From an optimization exercise on the open Yosys and OpenROAD flow, aimed at small area, a short achievable clock period and few clock cycles; shortcuts taken in it are not production practice. RTL that was checked went through simulation tests only; none was proved equivalent to the original. Power figures rest on the tool's default switching activity, not on a simulated workload.

// uc32_alu
module uc32_alu (
    input  wire        clk,
    input  wire        rst,           
    input  wire        in_valid,
    output wire        in_ready,
    input  wire [10:0] in_fn,
    input  wire [31:0] in_a,
    input  wire [31:0] in_b,
    output reg         out_valid,
    output reg  [31:0] out_result,
    output reg         out_illegal
);
    localparam [3:0] O_SUM = 4'd0, O_LT = 4'd1, O_AND = 4'd2, O_OR = 4'd3, O_XOR = 4'd4,
                     O_FUN = 4'd5, O_ZERO = 4'd6, O_HI = 4'd7, O_ONES = 4'd8, O_REM = 4'd9;
    localparam [2:0] D_0 = 3'b000, D_P1 = 3'b001, D_M1 = 3'b101;
    wire in_hi0    = (in_fn[10:5] == 6'd0);
    wire in_simple = in_hi0 && !in_fn[4] && (in_fn[3:0] <= 4'd9);
    wire in_mul    = in_hi0 && (in_fn[4:2] == 3'b100) && (in_fn[1:0] != 2'd3);
    wire in_div    = in_hi0 && (in_fn[4:2] == 3'b101);
    wire in_ill    = !(in_simple || in_mul || in_div);
    wire in_slt    = (in_fn[3:0] == 4'd8);
    wire in_dsg    = !in_fn[0];
    wire in_bsx    = in_b[31] && (in_fn[4] ? in_dsg : in_slt);
    reg  [3:0] in_osel;
    always @(*) begin
        in_osel = O_ZERO;
        if (in_simple) begin
            case (in_fn[3:0])
                4'd0, 4'd1:       in_osel = O_SUM;
                4'd2:             in_osel = O_AND;
                4'd3:             in_osel = O_OR;
                4'd4:             in_osel = O_XOR;
                4'd5, 4'd6, 4'd7: in_osel = O_FUN;
                default:          in_osel = O_LT;
            endcase
        end else if (in_div) begin
            in_osel = O_SUM;                  
        end
    end
  ...
==> flow/config.mk <==
export PLATFORM = sky130hd
export DESIGN_NAME = uc32_alu
export DESIGN_NICKNAME = uc32_alu
export VERILOG_FILES = /design/flow/design.v
export SDC_FILE = /design/flow/constraint.sdc
export NUM_CORES = 4
export LEC_CHECK = 0
export ABC_AREA = 1
export CAP_MARGIN = 20
export CORE_MARGIN = 2
export CORE_UTILIZATION = 50
export PLACE_DENSITY = 0.65
export SETUP_SLACK_MARGIN = 4.0
export SLEW_MARGIN = 20
==> flow/constraint.sdc <==
create_clock -name core_clock -period 8.0 [get_ports {clk}]
set_input_delay 1.6000 -clock core_clock [delete_from_list [all_inputs] [get_ports {clk}]]
set_output_delay 1.6000 -clock core_clock [all_outputs]
set_load 0.01 [all_outputs]
run.sh (not shown) runs the stock make flow with config.mk's settings and CLKGATE_MAP_FILE= SYNTH_SCRIPT=/design/flow/synth_recipe.tcl, a recipe that flattens the netlist after the stock synthesis.
Testbench counts at the start, summed over its fixed seeds: cycles 14,436.
Then changed:
--- a/flow/design.v
+++ b/flow/design.v
@@ -167,65 +167,62 @@
     wire [33:0] fun = ft[0] ? fs1[33:0]  : fs1[34:1];
     always @(posedge clk) begin
         out_valid <= 1'b0;
         if (rst) begin
             v  <= 1'b0;
             dn <= 1'b0;
         end else begin
+            accH <= (p_exec || !c_mul) ? 32'd0 : newH;
             if (v && dn) begin
                 out_valid   <= 1'b1;
                 out_illegal <= c_ill;
             end
-            if (v) begin
+            begin
                 case (osel)
                     O_SUM:   out_result <= sum[31:0];
                     O_LT:    out_result <= {31'd0, sum[34]};
                     O_AND:   out_result <= A & B[31:0];
                     O_OR:    out_result <= A | B[31:0];
                     O_XOR:   out_result <= A ^ B[31:0];
                     O_FUN:   out_result <= fun[31:0];
                     O_HI:    out_result <= newH;
                     O_ONES:  out_result <= 32'hFFFF_FFFF;
                     O_REM:   if (!sum[34]) out_result <= sum[31:0];
                     default: out_result <= 32'd0;
                 endcase
             end
-            if (fire) begin
-                v      <= 1'b1;
+            cA <= sigbits(in_a);
+            cB <= sigbits(in_b);
+            if (in_ready) begin
+                v      <= in_valid;
                 dn     <= in_simple || in_ill;
                 c_mul  <= in_mul;
                 c_div  <= in_div;
                 c_ill  <= in_ill;
                 op     <= in_fn[4:0];
                 p_exec <= 1'b1;
                 p_step <= 1'b0;
                 A      <= in_a;
                 B      <= {{2{in_bsx}}, in_b};
                 bzf    <= (in_b == 32'd0);
-                cA     <= sigbits(in_a);
-                cB     <= sigbits(in_b);
                 x_mul  <= 1'b0;
                 x_r    <= 1'b0;
                 x_a    <= 1'b1;                  
                 x_inv  <= in_div && in_dsg && in_a[31];
                 cin_x  <= in_div && in_dsg && in_a[31];
                 asx    <= in_a[31] && (in_div ? in_dsg : in_slt);
                 dig    <= in_div ? D_0 : ((in_fn[3:0] == 4'd0) ? D_P1 : D_M1);
                 osel   <= in_osel;
-            end else if (dn) begin
-                v  <= 1'b0;
-                dn <= 1'b0;
-            end else if (v) begin
+            end else begin
                 if (p_exec) begin
                     p_exec <= 1'b0;
                     p_step <= 1'b1;
                     if (c_mul) begin
                         A      <= msrc;
                         B      <= {{2{mul_sg & mcand[31]}}, mcand};
-                        accH   <= 32'd0;
                         cnt    <= nk1;
                         lastf  <= (nk1 == 5'd0);
                         dn     <= (nk1 == 5'd0);
                         x_mul  <= 1'b1;
                         x_a    <= 1'b0;
                         x_inv  <= 1'b0;
                         cin_x  <= 1'b0;
@@ -246,15 +243,14 @@
                         osel   <= O_REM;
                     end
                 end
                 if (p_step) begin
                     cnt   <= cnt - 5'd1;
                     lastf <= (cnt == 5'd1);
                     if (c_mul) begin
-                        accH <= newH;
                         dig  <= dnext;
                         dn   <= (cnt == 5'd1);
                         osel <= (cnt == 5'd1 && mul_hi) ? O_HI : O_SUM;
                     end else begin
                         A <= {A[30:0], !sum[34]};
                         B <= {B[33], B[33:1]};
                         if (lastf) begin          
Outcome: The new run completed without violations. Total power is higher by 10%. Cell area rose by 2.6%. Worst setup slack gets worse by 11 ps. Clock skew is higher by 11 ps. Non-clock buffer count grows by 23. Routed wire length increases by 6.4%. Combinational power increases by 20%. Global-route usage rose by 4.0 points.
The RTL of the second run of this note was laid out without a check of its function.

* * *

Setup of trial 38:
The RTL this note starts from:
==> flow/design.v <==
`timescale 1ns/1ps
module uc32_alu (
    input  wire        clk,
    input  wire        rst,           
    input  wire        in_valid,
    output wire        in_ready,
    input  wire [10:0] in_fn,
    input  wire [31:0] in_a,
    input  wire [31:0] in_b,
    output reg         out_valid,
    output reg  [31:0] out_result,
    output reg         out_illegal
);
    localparam [3:0] O_SUM = 4'd0, O_LT = 4'd1, O_AND = 4'd2, O_OR = 4'd3, O_XOR = 4'd4,
                     O_FUN = 4'd5, O_ZERO = 4'd6, O_HI = 4'd7, O_ONES = 4'd8, O_REM = 4'd9,
                     O_QUO = 4'd10;
    localparam [2:0] D_0 = 3'b000, D_P1 = 3'b001, D_M1 = 3'b101;
    wire in_hi0    = (in_fn[10:5] == 6'd0);
    wire in_simple = in_hi0 && !in_fn[4] && (in_fn[3:0] <= 4'd9);
    wire in_mul    = in_hi0 && (in_fn[4:2] == 3'b100) && (in_fn[1:0] != 2'd3);
    wire in_div    = in_hi0 && (in_fn[4:2] == 3'b101);
    wire in_ill    = !(in_simple || in_mul || in_div);
    wire in_slt    = (in_fn[3:0] == 4'd8);
    wire in_dsg    = !in_fn[0];
    wire in_bsx    = in_b[31] && (in_fn[4] ? in_dsg : in_slt);
    reg  [3:0] in_osel;
    always @(*) begin
        in_osel = O_ZERO;
        if (in_simple) begin
            case (in_fn[3:0])
                4'd0, 4'd1:       in_osel = O_SUM;
                4'd2:             in_osel = O_AND;
                4'd3:             in_osel = O_OR;
                4'd4:             in_osel = O_XOR;
                4'd5, 4'd6, 4'd7: in_osel = O_FUN;
                default:          in_osel = O_LT;
            endcase
        end else if (in_div) begin
            in_osel = O_SUM;                  
        end
    end
    function automatic [4:0] sigbits(input [31:0] x);
        reg [31:0] w;
        reg [15:0] v1; reg [15:0] i1;
        reg [7:0]  v2; reg [15:0] i2;
        reg [3:0]  v3; reg [11:0] i3;
        reg [1:0]  v4; reg [7:0]  i4;
        integer k;
        begin
            w = {x[30:0] ^ {31{x[31]}}, 1'b0};
            for (k = 0; k < 16; k = k + 1) begin
                v1[k] = w[2*k+1] | w[2*k];
                i1[k] = w[2*k+1];
            end
            for (k = 0; k < 8; k = k + 1) begin
                v2[k] = v1[2*k+1] | v1[2*k];
                i2[2*k +: 2] = v1[2*k+1] ? {1'b1, i1[2*k+1]} : {1'b0, i1[2*k]};
            end
            for (k = 0; k < 4; k = k + 1) begin
                v3[k] = v2[2*k+1] | v2[2*k];
                i3[3*k +: 3] = v2[2*k+1] ? {1'b1, i2[2*(2*k+1) +: 2]} : {1'b0, i2[2*(2*k) +: 2]};
            end
            for (k = 0; k < 2; k = k + 1) begin
                v4[k] = v3[2*k+1] | v3[2*k];
                i4[4*k +: 4] = v3[2*k+1] ? {1'b1, i3[3*(2*k+1) +: 3]} : {1'b0, i3[3*(2*k) +: 3]};
            end
            sigbits = v4[1] ? {1'b1, i4[7:4]} : {1'b0, i4[3:0]};
        end
    endfunction
    function automatic [2:0] booth(input [2:0] t);
        case (t)
            3'b001, 3'b010: booth = 3'b001;
            3'b011:         booth = 3'b010;
            3'b100:         booth = 3'b110;
            3'b101, 3'b110: booth = 3'b101;
            default:        booth = 3'b000;
        endcase
    endfunction
    function automatic [4:0] bsel(input [2:0] d);
        bsel = {d[2], d[1] & d[2], d[1] & !d[2], d[0] & d[2], d[0] & !d[2]};
    endfunction
    reg         v;                        
    reg         dn;                       
    reg         c_mul, c_div, c_ill;
    reg  [4:0]  op;                       
    reg         p_exec, p_step;           
    reg         lastf;                    
    reg  [31:0] A;        
    reg  [33:0] B;        
    reg  [31:0] accH;     
    reg  [4:0]  cA, cB;   
    reg         bzf;      
    reg         negr;     
    reg  [4:0]  cnt;      
    reg         x_mul, x_r, x_rn, x_a, x_an, asx, cin_x;
    reg  [3:0]  bs;       
    reg         bneg;     
    reg  [3:0]  osel;
    assign in_ready = !v || dn;
    wire fire = in_valid && in_ready;
    wire mul_sg  = (op[1:0] != 2'd2);
    wire div_sg  = !op[0];
    wire is_rem  = op[1];
    wire mul_hi  = (op[1:0] != 2'd0);
    wire [34:0] xin  = (({35{x_mul}} & {accH[0], out_result, 2'b00}) |
                        ({35{x_r}}   & {3'b000, out_result}) |
                        ({35{x_rn}}  & {3'b111, ~out_result}) |
                        ({35{x_a}}   & {{3{asx}}, A}) |
                        ({35{x_an}}  & ~{{3{asx}}, A}));
    wire [34:0] pp   = ({35{bs[0]}} & {B[33], B}) | ({35{bs[1]}} & ~{B[33], B}) |
                       ({35{bs[2]}} & {B, 1'b0})  | ({35{bs[3]}} & ~{B, 1'b0});
    wire [36:0] sumt = {1'b0, xin, 1'b1} + {1'b0, pp, bneg | cin_x};
    wire [34:0] sum  = sumt[35:1];
    wire        c35  = sumt[36];
    wire [28:0] up0  = accH[29:1];
    reg  [28:0] upP, upM;
    integer ui;
    always @(*) begin
        for (ui = 0; ui < 29; ui = ui + 1) begin
            upP[ui] = up0[ui] ^ ((ui == 0) ? 1'b1 : &(up0 | ~((29'd1 << ui) - 29'd1)));
            upM[ui] = up0[ui] ^ ((ui == 0) ? 1'b1 : ~|(up0 & ((29'd1 << ui) - 29'd1)));
        end
    end
    wire [28:0] upN  = (c35 == pp[34]) ? up0 : (c35 ? upP : upM);
    wire [31:0] newH = {upN, sum[34:32]};
    wire [4:0]  eA    = (!mul_sg && A[31]) ? 5'd16 : {1'b0, cA[4:1]};
    wire [4:0]  eB    = (!mul_sg && B[31]) ? 5'd16 : {1'b0, cB[4:1]};
    wire        aM    = eA < eB;          
    wire [4:0]  nk1   = aM ? eA : eB;
    wire        selA  = p_exec ? aM : 1'b1;
    wire [31:0] msrc  = selA ? A : B[31:0];
    wire [31:0] mcand = selA ? B[31:0] : A;
    wire        fA    = mul_sg & A[31];
    wire        fB    = mul_sg & B[31];
    wire [36:0] aext  = {{4{fA}}, A, 1'b0};
    wire [36:0] bext  = {{4{fB}}, B[31:0], 1'b0};
    wire [4:0]  aidx  = p_exec ? eA : (cnt - 5'd1);
    wire [2:0]  dA    = aext[{aidx, 1'b0} +: 3];
    wire [2:0]  dB    = bext[{eB, 1'b0} +: 3];
    wire [2:0]  dnext = booth(selA ? dA : dB);
    wire [5:0] d0 = {1'b0, cA} - {1'b0, cB};
    reg  [4:0] ds;
    always @(*) begin
        if (bzf || (!div_sg && B[31]))
            ds = 5'd0;                                    
        else if (!div_sg && A[31])
            ds = 5'd0 - cB;                               
        else if (div_sg && A[31])
            ds = d0[5] ? 5'd0 : ((d0[4:0] == 5'd31) ? 5'd31 : d0[4:0] + 5'd1);
        else
            ds = d0[5] ? 5'd0 : d0[4:0];
    end
    wire dnegn = div_sg & B[31];                          
    wire negrn = div_sg & (is_rem ? A[31] : (A[31] ^ B[31]));
    reg  [33:0] fH;
    reg  [31:0] fL;
    reg  [4:0]  ft;
    always @(*) begin
        if (c_div) begin                      
            fH = B;                       fL = 32'd0;             ft = ds;
        end else if (op[1:0] == 2'd1) begin   
            fH = {2'b00, A};              fL = 32'd0;             ft = B[4:0];
        end else begin                        
            fH = {{33{(op[1:0] == 2'd3) & A[31]}}, A[31]};
            fL = {A[30:0], 1'b0};
            ft = ~B[4:0];
        end
    end
    wire [65:0] fx  = {fH, fL};
    wire [48:0] fs4 = ft[4] ? fx[49:1]   : fx[65:17];    
    wire [40:0] fs3 = ft[3] ? fs4[40:0]  : fs4[48:8];
    wire [36:0] fs2 = ft[2] ? fs3[36:0]  : fs3[40:4];
    wire [34:0] fs1 = ft[1] ? fs2[34:0]  : fs2[36:2];
    wire [33:0] fun = ft[0] ? fs1[33:0]  : fs1[34:1];
    always @(posedge clk) begin
        begin
            accH        <= (p_exec || !c_mul) ? 32'd0 : newH;
            out_valid   <= v && dn;
            out_illegal <= c_ill;
            begin
                case (osel)
                    O_SUM:   out_result <= sum[31:0];
                    O_LT:    out_result <= {31'd0, sum[34]};
                    O_AND:   out_result <= A & B[31:0];
                    O_OR:    out_result <= A | B[31:0];
                    O_XOR:   out_result <= A ^ B[31:0];
                    O_FUN:   out_result <= fun[31:0];
                    O_HI:    out_result <= newH;
                    O_ONES:  out_result <= 32'hFFFF_FFFF;
                    O_REM:   if (!sum[34]) out_result <= sum[31:0];
                    O_QUO:   out_result <= {A[30:0], !sum[34]};
                    default: out_result <= 32'd0;
                endcase
            end
            cA <= sigbits(in_a);
            cB <= sigbits(in_b);
            if (in_ready) begin
                v      <= in_valid;
                dn     <= in_simple || in_ill;
                c_mul  <= in_mul;
                c_div  <= in_div;
                c_ill  <= in_ill;
                op     <= in_fn[4:0];
                p_exec <= 1'b1;
                p_step <= 1'b0;
                A      <= in_a;
                B      <= {{2{in_bsx}}, in_b};
                bzf    <= (in_b == 32'd0);
                x_mul  <= 1'b0;
                x_r    <= 1'b0;
                x_a    <= !(in_div && in_dsg && in_a[31]);    
                x_an   <= in_div && in_dsg && in_a[31];
                x_rn   <= 1'b0;
                cin_x  <= in_div && in_dsg && in_a[31];
                asx    <= in_a[31] && (in_div ? in_dsg : in_slt);
                {bneg, bs}    <= bsel(in_div ? D_0 : ((in_fn[3:0] == 4'd0) ? D_P1 : D_M1));
                osel   <= in_osel;
            end else begin
                if (p_exec) begin
                    p_exec <= 1'b0;
                    p_step <= 1'b1;
                    if (c_mul) begin
                        A      <= msrc;
                        B      <= {{2{mul_sg & mcand[31]}}, mcand};
                        cnt    <= nk1;
                        lastf  <= (nk1 == 5'd0);
                        dn     <= (nk1 == 5'd0);
                        x_mul  <= 1'b1;
                        x_a    <= 1'b0;
                        x_an   <= 1'b0;
                        cin_x  <= 1'b0;
                        {bneg, bs}    <= bsel(dnext);
                        osel   <= (nk1 == 5'd0 && mul_hi) ? O_HI : O_SUM;
                    end else begin
                        A      <= 32'd0;
                        B      <= fun;
                        cnt    <= ds;
                        lastf  <= (ds == 5'd0);
                        negr   <= negrn;
                        dn     <= (ds == 5'd0) && (is_rem ? !negrn : (!negrn || bzf));
                        x_r    <= 1'b1;
                        x_a    <= 1'b0;
                        x_an   <= 1'b0;
                        cin_x  <= 1'b0;
                        {bneg, bs}    <= bsel(dnegn ? D_P1 : D_M1);
                        osel   <= (ds == 5'd0 && !is_rem) ? (bzf ? O_ONES : O_QUO) : O_REM;
                    end
                end
                if (p_step) begin
                    cnt   <= cnt - 5'd1;
                    lastf <= (cnt == 5'd1);
                    if (c_mul) begin
                        {bneg, bs}  <= bsel(dnext);
                        dn   <= (cnt == 5'd1);
                        osel <= (cnt == 5'd1 && mul_hi) ? O_HI : O_SUM;
                    end else begin
                        A <= {A[30:0], !sum[34]};
                        B <= {B[33], B[33:1]};
                        if (lastf) begin          
                            p_step <= 1'b0;
                            dn     <= 1'b1;
                            x_r    <= is_rem & !negr;
                            x_rn   <= is_rem & negr;
                            x_a    <= !is_rem & !negr;      
                            x_an   <= !is_rem & negr;
                            cin_x  <= negr;
                            asx    <= 1'b0;
                            {bneg, bs}    <= bsel(D_0);
                            osel   <= (bzf && !is_rem) ? O_ONES : O_SUM;
                        end else begin
                            dn     <= (cnt == 5'd1) && !negr;
                            osel   <= (cnt == 5'd1 && !is_rem) ? O_QUO : O_REM;
                        end
                    end
                end
            end
        end
        if (rst) begin
            v         <= 1'b0;
            dn        <= 1'b0;
            out_valid <= 1'b0;
        end
    end
endmodule
Settings: LEC_CHECK=0, ABC_AREA=1, CAP_MARGIN=20, CORE_MARGIN=2, CORE_UTILIZATION=50, PLACE_DENSITY=0.65, SETUP_SLACK_MARGIN=4.25, SLEW_MARGIN=20; clock period 8.0 ns.
standard.sh (not shown) runs the stock make flow with config.mk's settings and CLKGATE_MAP_FILE= SYNTH_SCRIPT=/design/flow/synth_recipe.tcl, a recipe that flattens the netlist after the stock synthesis.
==> flow/flow/run.sh <==
#!/bin/bash
# The standard layout (standard.sh, unchanged synthesis and steps), with one change:
# the buffers that ORFS puts on every input and output port are sky130_fd_sc_hd__buf_1
# instead of the cell buffer_ports picks by default (a delay buffer, clkdlybuf4s50_1).
# The make output goes to run_make.log; each ORFS step keeps its own log under orfs/logs/.
set -euo pipefail
export BUFFER_PORTS_ARGS="-buffer_cell sky130_fd_sc_hd__buf_1"
bash standard.sh > run_make.log 2>&1
## Diff of input files: build 47 against trial 38
diff --git a/flow/design.v b/flow/design.v
--- a/flow/design.v
+++ b/flow/design.v
@@ -11,10 +11,9 @@
     output reg  [31:0] out_result,
     output reg         out_illegal
 );
     localparam [3:0] O_SUM = 4'd0, O_LT = 4'd1, O_AND = 4'd2, O_OR = 4'd3, O_XOR = 4'd4,
-                     O_FUN = 4'd5, O_ZERO = 4'd6, O_HI = 4'd7, O_ONES = 4'd8, O_REM = 4'd9,
-                     O_QUO = 4'd10;
+                     O_FUN = 4'd5, O_ZERO = 4'd6, O_HI = 4'd7, O_ONES = 4'd8, O_REM = 4'd9;
     localparam [2:0] D_0 = 3'b000, D_P1 = 3'b001, D_M1 = 3'b101;
     wire in_hi0    = (in_fn[10:5] == 6'd0);
     wire in_simple = in_hi0 && !in_fn[4] && (in_fn[3:0] <= 4'd9);
     wire in_mul    = in_hi0 && (in_fn[4:2] == 3'b100) && (in_fn[1:0] != 2'd3);
@@ -187,9 +186,8 @@
                     O_FUN:   out_result <= fun[31:0];
                     O_HI:    out_result <= newH;
                     O_ONES:  out_result <= 32'hFFFF_FFFF;
                     O_REM:   if (!sum[34]) out_result <= sum[31:0];
-                    O_QUO:   out_result <= {A[30:0], !sum[34]};
                     default: out_result <= 32'd0;
                 endcase
             end
             cA <= sigbits(in_a);
@@ -236,15 +234,15 @@
                         B      <= fun;
                         cnt    <= ds;
                         lastf  <= (ds == 5'd0);
                         negr   <= negrn;
-                        dn     <= (ds == 5'd0) && (is_rem ? !negrn : (!negrn || bzf));
+                        dn     <= (ds == 5'd0) && is_rem && !negrn;
                         x_r    <= 1'b1;
                         x_a    <= 1'b0;
                         x_an   <= 1'b0;
                         cin_x  <= 1'b0;
                         {bneg, bs}    <= bsel(dnegn ? D_P1 : D_M1);
-                        osel   <= (ds == 5'd0 && !is_rem) ? (bzf ? O_ONES : O_QUO) : O_REM;
+                        osel   <= O_REM;
                     end
                 end
                 if (p_step) begin
                     cnt   <= cnt - 5'd1;
@@ -267,10 +265,9 @@
                             asx    <= 1'b0;
                             {bneg, bs}    <= bsel(D_0);
                             osel   <= (bzf && !is_rem) ? O_ONES : O_SUM;
                         end else begin
-                            dn     <= (cnt == 5'd1) && !negr;
-                            osel   <= (cnt == 5'd1 && !is_rem) ? O_QUO : O_REM;
+                            dn     <= (cnt == 5'd1) && is_rem && !negr;
                         end
                     end
                 end
             end
Findings:
- Measured against build 47, the total chip power of trial 38 comes out at 1.17 times the reference value.
- Sequential share of cell area for build 47 is higher than for trial 38.
- From trial 38 to build 47 the numbers moved as follows: clock skew shows a reduction of 0.014 ns; quantity of hold-fixing buffers added after cts shows no meaningful change; final period demand of the worst path shows a reduction of 0.11 ns.
- Against trial 38 as the reference, build 47 delivers a lower standby leakage power.
- Against trial 38 as the reference, build 47 delivers a lower area growth from synthesis to layout.
- Build 47 ends up with a placed standard-cell area that is about 2.4% lower than in trial 38.
- Summary: reg2reg setup slack, build 47 better than trial 38
- Across both runs, per-cell via count in the routed design was lower for build 47 than for trial 38.
- Trial 38 → build 47: final weighted congestion in routability-driven placement has decreased, post-CTS setup buffer count fell 1.
- On wire length of the first global-routing pass: between build 47 and trial 38, it ends up higher for trial 38.
- Build 47 ends up with lower aggregate routed wire length than trial 38 does.
Testbench counts of build 47, summed over its fixed seeds: cycles 14,436.
The RTL of trial 38 was laid out without a check of its function.

separate check: timing with driven ports:
No port has a modelled driver above. Below, the same layouts with a new extraction and two added sets of constraints. Step 1 sets driving cells, clkbuf_16 on the clock port and buf_2 on the other inputs (assumed; they add their load-dependent delay and slew). Step 2 adds t to the input delays and takes it off the output delays; t is the mean of the earliest and latest rising clock arrival at the registers after step 1. Input paths then give back, and output paths get back, about the clock's delay inside the block. Three values: ideal, step 1, step 2; two values: the first two.
run | t (ns) | setup slack, ns | worst setup path after step 2 | worst data-port slew with drivers (ns) | pins driven straight from the clock port
the first run of note 1 | 0.575 | 3.936 / 3.936 / 3.660 | input to register | 0.05 | 1
the second run of note 1 | 0.588 | 3.925 / 3.925 / 3.795 | input to register | 0.04 | 1
trial 38 | 0.570 | 4.114 / 4.114 / 4.043 | input to register | 0.05 | 1
build 47 | 0.585 | 4.225 / 4.225 / 3.875 | input to register | 0.04 | 1
After both steps setup and hold are still met in every run listed. For build 47, which loses most, drivers alone change the setup slack by 0.000 ns; drivers and shift together by -0.350 ns.
